What follows belongs to an exercise in optimizing a design on an open flow for small area, a short achievable clock period and few clock cycles; a production flow would make more cautious choices.
At most, simulation tests tie the RTL to the original design; equivalence was not proved.
Power and IR drop assume default switching activity.

Setup of run 1:
Design qsc_decoder, start of the top module:
module qsc_decoder (
    input  wire        clk,
    input  wire        rst,
    input  wire        cmd_valid,
    output wire        cmd_ready,
    input  wire [5:0]  cmd_width_m1,
    input  wire [5:0]  cmd_lines_m1,
    input  wire        cmd_hist_reset,
    input  wire [14:0] cmd_nbytes,
    input  wire [7:0]  cmd_fill,
    input  wire        in_valid,
    output wire        in_ready,
    input  wire [7:0]  in_data,
    output wire        out_valid,
    input  wire        out_ready,
    output wire [7:0]  out_pix,
    output wire        done,
    output wire [2:0]  status
);
make LEC_CHECK=0 CAP_MARGIN=20 CORE_MARGIN=2 CORE_UTILIZATION=40 CTS_CLUSTER_DIAMETER=80 CTS_CLUSTER_SIZE=24 SETUP_SLACK_MARGIN=5 SLEW_MARGIN=20 finish   # period 12.0 ns
run.sh (not shown) runs the stock make flow with config.mk's settings and CLKGATE_MAP_FILE= SYNTH_SCRIPT=/design/flow/synth_recipe.tcl, a recipe that flattens the netlist after the stock synthesis.
Run 1 went all the way through synthesis, placement and routing and the layout is clean on timing, DRC and antenna.
Testbench counts of run 1, summed over its fixed seeds: cycles 146,447.
The following lists how run 2 was set up differently from run 1:
==> flow/flow/run.sh (new file) <==
#!/bin/bash
set -euo pipefail
sed -E 's/SETUP_SLACK_MARGIN=[-0-9.]+/SETUP_SLACK_MARGIN=6.5/' standard.sh > standard_margin.sh
grep -q 'SETUP_SLACK_MARGIN=6.5' standard_margin.sh
bash standard_margin.sh > standard.log 2>&1
==> flow/standard.sh (new file) <==
#!/bin/bash
# synth_recipe.tcl (not shown) runs the flow's synth.tcl, then flattens the netlist and writes it again
# the make line also repeats each setting of config.mk as NAME=value (left out here)
make -C /OpenROAD-flow-scripts/flow DESIGN_CONFIG=/design/flow/config.mk WORK_HOME=/design/flow/orfs CLKGATE_MAP_FILE= SYNTH_SCRIPT=/design/flow/synth_recipe.tcl "${@:-finish}"
removed: flow/run.sh
Notes after the runs:
- Going from run 1 to run 2, required arrival time at the worst endpoint has increased, maximum frequency has increased, total power draw has increased.
- Diff run 1 -> run 2: area of the mapped netlist closely matched the old numbers, share of total power in combinational logic shows an increase of 6.4 points, non-clock buffer count moved up, clock period minus final worst setup slack moved down.
- Run 2 has first-pass GRT wire length above what run 1 had.
- Of the two values seen for end point of the critical path, kc[2][2] was produced by run 2 and c_r[7] by run 1.
- The launching element of the worst setup path comes out l_n[0] in one run and w_m1[0] in the other, namely in run 1 and run 2 respectively.
Here is what was changed in the inputs of run 3 compared with run 2.
- an added PLACE_DENSITY of 0.75
==> flow/run.sh (new file) <==
#!/bin/bash
# synth_recipe.tcl (not shown) runs the flow's synth.tcl, then flattens the netlist and writes it again
# the make line also repeats each setting of config.mk as NAME=value (left out here)
make -C /OpenROAD-flow-scripts/flow DESIGN_CONFIG=/design/flow/config.mk WORK_HOME=/design/flow/orfs CLKGATE_MAP_FILE= SYNTH_SCRIPT=/design/flow/synth_recipe.tcl finish
removed: flow/flow/run.sh
removed: flow/standard.sh
## What came out
- Comparing run 2 with run 3, the sequential power came out essentially unchanged.
- Run 3 vs run 2 — combinational power dropped about 30%.
- Comparing total wire length after detailed routing for run 2 and run 3, the smaller number came from run 3.
- Combinational group share of total power delta for run 3 relative to run 2: 7.0 points lower

Starting RTL as in the previous note.
export LEC_CHECK = 0
export CAP_MARGIN = 0
export CORE_MARGIN = 2
export CORE_UTILIZATION = 40
export CTS_CLUSTER_DIAMETER = 80
export CTS_CLUSTER_SIZE = 24
export SETUP_SLACK_MARGIN = 5
export SLEW_MARGIN = 0
create_clock -name core_clock -period 12.0 [get_ports {clk}]
Stock flow here: none of the scripts above is used.
The baseline completed without violations.
Testbench counts at the start, summed over its fixed seeds: cycles 146,447.
==> next run, changes <==
CAP_MARGIN = 20   (was 0)
SLEW_MARGIN = 20   (was 0)
TNS_END_PERCENT = 30   (was not set)
What happened:
- The new run ran to the end with no violations
- setup slack is better by 0.014 ns
- critical path depth stays the same
- total power is about the same
- die area does not change
- wire length is about the same

## before
Starting RTL as in the previous note.
export LEC_CHECK = 0
export CAP_MARGIN = 20
export CORE_MARGIN = 2
export CORE_UTILIZATION = 40
export CTS_BUF_LIST = sky130_fd_sc_hd__clkbuf_8 sky130_fd_sc_hd__clkbuf_16
export CTS_CLUSTER_DIAMETER = 60
export CTS_CLUSTER_SIZE = 30
export SETUP_SLACK_MARGIN = 5
export SLEW_MARGIN = 20
create_clock -name core_clock -period 12.0 [get_ports {clk}]
Testbench counts of before, summed over its fixed seeds: cycles 146,447.
Input changes introduced in after (baseline for comparison: before):
Settings: CTS_CLUSTER_DIAMETER changed from 60 to 80; CTS_CLUSTER_SIZE changed from 30 to 24; CTS_BUF_LIST removed (was sky130_fd_sc_hd__clkbuf_8 sky130_fd_sc_hd__clkbuf_16); TNS_END_PERCENT newly set to 5.
--- outcome ---
[compare] base=before new=after: final instance count without filler cells went down, via count went down. Total power in after is about 11% below before. after: logic gate share of total power 2.2 points above before. Delta(routed wire length, after - before) < 0. Diff after and before: delay contributed by the slowest stage of the critical path lower in before.

## R
Another version of the RTL of qsc_decoder (not shown whole).
For scale: roughly 1100 flip-flops, about 64 I/O pins.
Settings: LEC_CHECK=0, CAP_MARGIN=20, CORE_MARGIN=2, CORE_UTILIZATION=40, SETUP_SLACK_MARGIN=4, SLEW_MARGIN=20; clock period 12.0 ns.
--- input diff R..P ---
- SETUP_SLACK_MARGIN: 4 -> 4.3
Results
The worst supply voltage drop on vdd of P was inferior to that of R.
Going from R to P, the proportion of power drawn by flip-flops and latches was found to have gone down by 0.2 points.
Re met1 routed wirelength after detailed routing: P and R aren't equal, and the higher value belongs to P.
Comparing P and R, the higher count of buffers added by post-CTS timing repair for setup is on P.
No run of this note included a check of the RTL's function; only the layout flow was run.

RTL: one of the versions met above, not the one the previous note started from.
Size in the first run: ~4100 cells after synthesis, about 64 I/O pins.
export LEC_CHECK = 0
export CAP_MARGIN = 20
export CORE_MARGIN = 2
export CORE_UTILIZATION = 40
export CTS_CLUSTER_DIAMETER = 70
export CTS_CLUSTER_SIZE = 32
export SETUP_SLACK_MARGIN = 5
export SLEW_MARGIN = 20
create_clock -name core_clock -period 12.0 [get_ports {clk}]
The first run went through all stages and came out clean.
Testbench counts at the start, summed over its fixed seeds: cycles 146,447.
Change:
CAP_MARGIN = 10   (was 20)
CTS_CLUSTER_DIAMETER = 80   (was 70)
CTS_CLUSTER_SIZE = 24   (was 32)
SLEW_MARGIN = 10   (was 20)
Outcome: The changed run finished clean. Count of clock-buffer cells in the layout went down by 12. Wire length goes down by 0.35%. First-iteration DRC count drops by 1.4%. Clock skew rose by 0.014 ns. Area after synthesis does not change. Hold slack barely changes.

-- afterwards: timing with drivers on the ports --
The results above use ideal ports. As a check the final layouts listed here were re-extracted and re-timed, cells and wires unchanged. Step 1 (the two cells are an assumption about what drives the block):
set clk [get_ports {clk}]
set_driving_cell -lib_cell sky130_fd_sc_hd__clkbuf_16 $clk
set_driving_cell -lib_cell sky130_fd_sc_hd__buf_2 [delete_from_list [all_inputs] $clk]
Step 2 adds t to the input delays and takes it off the output delays; t is the mean of the earliest and latest rising clock arrival at the registers after step 1. Input paths then give back, and output paths get back, about the clock's delay inside the block. Slacks: ideal / step 1 / step 2; pairs: ideal / step 1.
run	t (ns)	setup slack, ns	slew at the worst register clock pin (ns)	pins driven straight from the clock port
run 1	0.762	5.254 / 5.254 / 5.254	0.10 / 0.10	1
run 2	0.770	5.575 / 5.575 / 5.530	0.11 / 0.11	1
run 3	0.754	5.287 / 5.287 / 5.287	0.11 / 0.11	1
the first run of note 2	0.764	5.220 / 5.220 / 5.220	0.10 / 0.10	1
the second run of note 2	0.762	5.234 / 5.234 / 5.222	0.10 / 0.10	1
before	0.787	5.225 / 5.225 / 5.225	0.10 / 0.10	1
after	0.762	5.190 / 5.190 / 5.190	0.10 / 0.10	1
R	0.801	4.350 / 4.350 / 4.350	0.07 / 0.07	1
P	0.801	4.415 / 4.415 / 4.415	0.07 / 0.07	1
the first run of note 5	0.780	5.276 / 5.276 / 5.276	0.11 / 0.11	1
the second run of note 5	0.764	5.220 / 5.220 / 5.220	0.10 / 0.10	1
After both steps setup and hold are still met in every run listed. The setup slack of run 2, which loses most, moves by 0.000 ns with the drivers and by -0.045 ns with both steps.
